Background: an optimization exercise with open tools, aiming at small area, a short achievable clock period and few clock cycles per item. Do not read the settings as production practice.
Function was checked by simulation only, so behaviour that the tests miss may differ from the original.
Power figures rest on the tool's default switching activity, not on a simulated workload.

Design damask_ga, start of the top module:
module damask_ga (
    input  wire        clk,
    input  wire        rst,         
    input  wire        start,       
    input  wire [47:0] acc,         
    input  wire [7:0]  dks,         
    input  wire [3:0]  cls,         
    input  wire [15:0] age_gmax,    
    input  wire        age_en,      
    output reg         dec_rd,      
    output reg  [3:0]  dec_cls,     
    output reg  [5:0]  dec_idx,     
    input  wire [15:0] dec_data,    
    output reg         done,        
    output reg  [15:0] ga,          
    output reg         age_cap      
);
clock: 12.0 ns
lec_check: 0
abc_area: 1
cap_margin: 20
core_margin: 2
core_utilization: 40
cts_cluster_diameter: 60
cts_cluster_size: 12
slew_margin: 20
standard.sh (not shown) runs the stock make flow with config.mk's settings and CLKGATE_MAP_FILE= SYNTH_SCRIPT=/design/flow/synth_recipe.tcl, a recipe that flattens the netlist after the stock synthesis.
==> flow/flow/run.sh <==
#!/bin/bash
# Standard layout with two changes to how it is made (the clock and the
# constraints are unchanged):
#  - the timing repair steps aim for more setup slack than the period needs;
#  - the port buffers are plain buffers instead of the delay cells that
#    buffer_ports picks by default.
set -euo pipefail
export SETUP_SLACK_MARGIN=${MARGIN:-8.5}
export BUFFER_PORTS_ARGS="-buffer_cell sky130_fd_sc_hd__buf_2"
bash standard.sh > standard.log 2>&1
The first run produced a clean layout.
Testbench counts at the start, summed over its fixed seeds: cycles 499,723, lamps 16,000.
Edit:
==> flow/run.sh (new file) <==
#!/bin/bash
# synth_recipe.tcl (not shown) runs the flow's synth.tcl, then flattens the netlist and writes it again
# the make line also repeats each setting of config.mk as NAME=value (left out here)
make -C /OpenROAD-flow-scripts/flow DESIGN_CONFIG=/design/flow/config.mk WORK_HOME=/design/flow/orfs CLKGATE_MAP_FILE= SYNTH_SCRIPT=/design/flow/synth_recipe.tcl finish
--- a/flow/config.mk
+++ b/flow/config.mk
@@ -8 +7,0 @@
-export ABC_AREA = 1
@@ -11 +10 @@
-export CORE_UTILIZATION = 40
+export CORE_UTILIZATION = 50
@@ -13,0 +13 @@
+export SETUP_SLACK_MARGIN = 5
removed: flow/flow/run.sh
removed: flow/standard.sh
Effect:
- design area shrinks by about 1.2%
- area after synthesis fell by about 2.7%
- hold slack gets worse by 0.011 ns

## v19
Starting RTL as in the previous note.
// damask_ga
module damask_ga (
    input  wire        clk,
    input  wire        rst,         
    input  wire        start,       
    input  wire [47:0] acc,         
    input  wire [7:0]  dks,         
    input  wire [3:0]  cls,         
    input  wire [15:0] age_gmax,    
    input  wire        age_en,      
    output reg         dec_rd,      
    output reg  [3:0]  dec_cls,     
    output reg  [5:0]  dec_idx,     
    input  wire [15:0] dec_data,    
    output reg         done,        
    output reg  [15:0] ga,          
    output reg         age_cap      
);
clock: 12.0 ns
lec_check: 0
abc_area: 1
cap_margin: 20
core_margin: 2
core_utilization: 50
cts_cluster_diameter: 60
cts_cluster_size: 12
gpl_timing_driven: 1
slew_margin: 20
==> flow/flow/run.sh <==
#!/bin/bash
# Standard layout with two changes to how it is made (the clock and the
# constraints are unchanged):
#  - the timing repair steps aim for more setup slack than the period needs;
#  - the port buffers are plain buffers instead of the delay cells that
#    buffer_ports picks by default.
set -euo pipefail
export SETUP_SLACK_MARGIN=${MARGIN:-8.5}
export BUFFER_PORTS_ARGS="-buffer_cell sky130_fd_sc_hd__buf_2"
bash standard.sh > standard.log 2>&1
Testbench counts of v19, summed over its fixed seeds: cycles 499,723, lamps 16,000.
Inputs modified between v19 and v8:
Settings: GPL_TIMING_DRIVEN removed (was 1); ABC_AREA removed (was 1).
diff --git a/flow/flow/run.sh b/flow/flow/run.sh
--- a/flow/flow/run.sh
+++ b/flow/flow/run.sh
@@ -7,4 +7,4 @@
 set -euo pipefail
-export SETUP_SLACK_MARGIN=${MARGIN:-8.5}
-export BUFFER_PORTS_ARGS="-buffer_cell sky130_fd_sc_hd__buf_2"
+export SETUP_SLACK_MARGIN=${MARGIN:-8.4}
+export BUFFER_PORTS_ARGS="-buffer_cell sky130_fd_sc_hd__buf_1"
 bash standard.sh > standard.log 2>&1
[summary]
Type of the worst setup path: reg2out -> v19, reg2reg -> v8. v8 ran to completion and came out clean on the timing, DRC and antenna checks. v19 completed every stage of the flow, and the final layout passed the timing, DRC and antenna checks. Design area essentially unchanged between v8 and v19. v8 vs v19, leading cell type in the layout, fill and taps excluded: buf_1 vs nand2_1. Looking at share of power burned in the clock network, v8 sits 11 points below v19. Compared with v19, v8 shows a lower number of tap instances.
## Diff of input files: v11 against v8
Settings: an added ABC_AREA of 1; an added TNS_END_PERCENT of 5.
diff --git a/flow/flow/run.sh b/flow/flow/run.sh
--- a/flow/flow/run.sh
+++ b/flow/flow/run.sh
@@ -7,4 +7,4 @@
 set -euo pipefail
-export SETUP_SLACK_MARGIN=${MARGIN:-8.4}
-export BUFFER_PORTS_ARGS="-buffer_cell sky130_fd_sc_hd__buf_1"
+export SETUP_SLACK_MARGIN=${MARGIN:-8.5}
+export BUFFER_PORTS_ARGS="-buffer_cell sky130_fd_sc_hd__buf_2"
 bash standard.sh > standard.log 2>&1
--- outcome ---
v11 vs v8 on relative contribution of combinational cells to total power: v11 is the lower one.
Comparing v8 and v11, mux cell area share after synthesis is lower on v11.
Compared v11 vs v8, and die area is up in v11.
Sort v8 and v11 by fraction of the mapped netlist area in compound gates, ascending, and v11 comes first.
Worst max-slew margin expressed relative to the limit: higher on v11
v11: multi-input gate share of the layout cell area 2.5 points below v8
Sort v8 and v11 by number of placed cells counting well taps, descending, and v11 comes first.
L[12]$_DFFE_PP_ as the timing endpoint of the critical path was reported by v8, and Bsel[6]$_SDFF_PP0_ by v11.

## alpha
damask_ga again, from the RTL that the note above started with.
export LEC_CHECK = 0
export ABC_AREA = 1
export CAP_MARGIN = 20
export CORE_MARGIN = 2
export CORE_UTILIZATION = 50
export CTS_CLUSTER_DIAMETER = 60
export CTS_CLUSTER_SIZE = 12
export SETUP_SLACK_MARGIN = 5
export SLEW_MARGIN = 20
create_clock -name core_clock -period 12.0 [get_ports {clk}]
run.sh (not shown) runs the stock make flow with config.mk's settings and CLKGATE_MAP_FILE= SYNTH_SCRIPT=/design/flow/synth_recipe.tcl, a recipe that flattens the netlist after the stock synthesis.
Stock flow here: none of the scripts above is used.
The flow did not stop early for alpha: all stages ran, and the layout cleared the timing, DRC and antenna checks.
Testbench counts of alpha, summed over its fixed seeds: cycles 499,723, lamps 16,000.
#### Input delta (beta over alpha)
# alpha
export LEC_CHECK = 0
export ABC_AREA = 1
export CAP_MARGIN = 20
export CORE_MARGIN = 2
export CORE_UTILIZATION = 50
export CTS_CLUSTER_DIAMETER = 60
export CTS_CLUSTER_SIZE = 12
export SETUP_SLACK_MARGIN = 5
export SLEW_MARGIN = 20
create_clock -name core_clock -period 12.0 [get_ports {clk}]
# beta
export LEC_CHECK = 0
export CAP_MARGIN = 20
export CORE_MARGIN = 2
export CORE_UTILIZATION = 50
export CTS_CLUSTER_DIAMETER = 60
export CTS_CLUSTER_SIZE = 12
export SLEW_MARGIN = 20
create_clock -name core_clock -period 12.0 [get_ports {clk}]
==> flow/flow/run.sh (new file) <==
#!/bin/bash
# Standard layout with two changes to how it is made (the clock and the
# constraints are unchanged):
#  - the timing repair steps aim for more setup slack than the period needs;
#  - the port buffers are plain buffers instead of the delay cells that
#    buffer_ports picks by default.
set -euo pipefail
export SETUP_SLACK_MARGIN=${MARGIN:-8.5}
export BUFFER_PORTS_ARGS="-buffer_cell sky130_fd_sc_hd__buf_2"
bash standard.sh > standard.log 2>&1
==> flow/standard.sh (new file) <==
#!/bin/bash
# synth_recipe.tcl (not shown) runs the flow's synth.tcl, then flattens the netlist and writes it again
# the make line also repeats each setting of config.mk as NAME=value (left out here)
make -C /OpenROAD-flow-scripts/flow DESIGN_CONFIG=/design/flow/config.mk WORK_HOME=/design/flow/orfs CLKGATE_MAP_FILE= SYNTH_SCRIPT=/design/flow/synth_recipe.tcl "${@:-finish}"
removed: flow/run.sh
Findings:
The higher global routing usage summed across all routing layers came out of alpha. When beta is set beside alpha, its max-slew headroom at the worst pin turns out to be 2.5 points smaller. Diff alpha..beta | number of buffers on the longest clock path | unchanged. beta: worst voltage drop across the vdd grid is about 25% higher than what alpha reported. The synthesized cell count in alpha is 1.3 times that in beta. Final critical-path required period was lower in beta than in alpha. Run comparison: beta cell type of the slowest stage on the worst timing path sky130_fd_sc_hd__fa_1; alpha cell type of the slowest stage on the worst timing path sky130_fd_sc_hd__dfxtp_1. Run comparison: alpha topmost layer with routed signal wires met4; beta topmost layer with routed signal wires met5.

Setup of run 1:
Starting RTL as in the previous note.
clock: 12.0 ns
lec_check: 0
abc_area: 1
cap_margin: 20
core_margin: 2
core_utilization: 50
cts_cluster_diameter: 60
cts_cluster_size: 12
slew_margin: 20
standard.sh (not shown) runs the stock make flow with config.mk's settings and CLKGATE_MAP_FILE= SYNTH_SCRIPT=/design/flow/synth_recipe.tcl, a recipe that flattens the netlist after the stock synthesis.
==> flow/flow/run.sh <==
#!/bin/bash
# Standard layout with two changes to how it is made (the clock and the
# constraints are unchanged):
#  - the timing repair steps aim for more setup slack than the period needs;
#  - the port buffers are plain buffers instead of the delay cells that
#    buffer_ports picks by default.
set -euo pipefail
export SETUP_SLACK_MARGIN=${MARGIN:-8.3}
export BUFFER_PORTS_ARGS="-buffer_cell sky130_fd_sc_hd__buf_2"
bash standard.sh > standard.log 2>&1
Run 1 finished all stages; the layout is clean.
Testbench counts of run 1, summed over its fixed seeds: cycles 499,723, lamps 16,000.
Edits applied to the flow inputs when going from run 1 to run 2:
- a change of CORE_UTILIZATION from 50 to 45
-- flow/flow/run.sh --
<<< run 1, line 8
export SETUP_SLACK_MARGIN=${MARGIN:-8.3}
>>> run 2, line 8
export SETUP_SLACK_MARGIN=${MARGIN:-8.5}
### Flow results
- Every run in the comparison, run 1 and run 2, completed the flow with a clean layout.
- Endpoint required time on the critical path in run 2 is 0.03 ns above run 1.
- From run 1 to run 2, average cell area after synthesis did not move at all.
- Compared with run 1, run 2 has extra setup slack.
- Run 1 → run 2: cell area increased by about 2% relative to the old numbers; first-iteration DRC count went up.
### run 2 -> run 3
- swapping 45 for 50 in CORE_UTILIZATION
-- flow/flow/run.sh --
<<< run 2, line 8
export SETUP_SLACK_MARGIN=${MARGIN:-8.5}
>>> run 3, line 8
export SETUP_SLACK_MARGIN=${MARGIN:-8.55}
- In terms of number of vias in the routed layout, run 2 and run 3 differ only marginally.
- Run 3 against run 2; final estimated routing congestion in global placement is down by a few percent.
- Compared with run 2, in run 3 floorplan die area decreased about 10%, longest individual stage delay on the worst path increased 0.25 ns.
- Run 3 vs run 2, cell with the biggest individual delay on the critical path: edfxtp_1 vs o2111ai_4
- The reported net switching power in run 3 was higher than what run 2 gave.
- Number of clock buffers inserted by TritonCTS: run 2 vs run 3 — no meaningful difference
- From run 2 to run 3 the numbers moved as follows: sequential share of layout area saw an increase, via count of the first global-routing pass saw an increase, final worst slack saw an increase.
> inputs changed (run 3 -> run 4)
-- flow/flow/run.sh --
<<< run 3, line 8
export SETUP_SLACK_MARGIN=${MARGIN:-8.55}
>>> run 4, line 8
export SETUP_SLACK_MARGIN=${MARGIN:-8.5}
Findings:
- From run 4 to run 3, die area did not move at all.
- Compared with run 3, run 4 is the less power-hungry design.
- Taking run 3 as the reference, in run 4 worst-case headroom to the max-slew limit -4.7 points; sum of routed wire length over all layers -320 µm; count of fill cells added during filler insertion +11; starting density of the core ~0 delta; detail-routed net length per standard cell -about 0.9%.
- NOTE via count of the first global-routing pass run 3->run 4 decreased slightly
- On run 4: minimum clock period after layout is 0.018 ns higher than what run 3 gave.
- Going from run 3 to run 4, global-route wire length before repair has decreased; worst reg-to-reg path cell count has remained practically unchanged.

re-timing with driven ports:
The results above use ideal ports. As a check the final layouts listed here were re-extracted and re-timed, cells and wires unchanged.
Step 1: set_driving_cell puts a clkbuf_16 on clk and a buf_2 on each other input, an assumption about the parent block.
Step 2 moves the port delays by t, midway between the first and last clock arrival at a register: inputs arrive t later, outputs are due t later. That takes back most of the time a late clock gives input paths.
a / b / c = ideal ports / drivers / drivers and shift; a / b = the first two.
run | t, ns | setup WS [ns] | worst setup path after step 2
the first run of note 1 | 0.481 | 8.519 / 8.489 / 8.065 | input to register
the second run of note 1 | 0.478 | 7.421 / 7.430 / 6.951 | input to register
v19 | 0.484 | 8.538 / 8.487 / 8.064 | input to register
v8 | 0.481 | 8.276 / 8.276 / 7.984 | input to register
v11 | 0.485 | 8.511 / 8.487 / 8.037 | input to register
alpha | 0.485 | 7.375 / 7.375 / 6.935 | input to register
beta | 0.479 | 8.330 / 8.330 / 7.867 | input to register
run 1 | 0.479 | 8.380 / 8.412 / 7.933 | input to register
run 2 | 0.482 | 8.520 / 8.500 / 8.045 | input to register
run 3 | 0.480 | 8.556 / 8.507 / 8.122 | input to register
run 4 | 0.484 | 8.538 / 8.487 / 8.064 | input to register
After both steps every run listed still meets setup and hold. For run 2, which loses most, drivers alone change the setup slack by -0.020 ns; drivers and shift together by -0.475 ns.
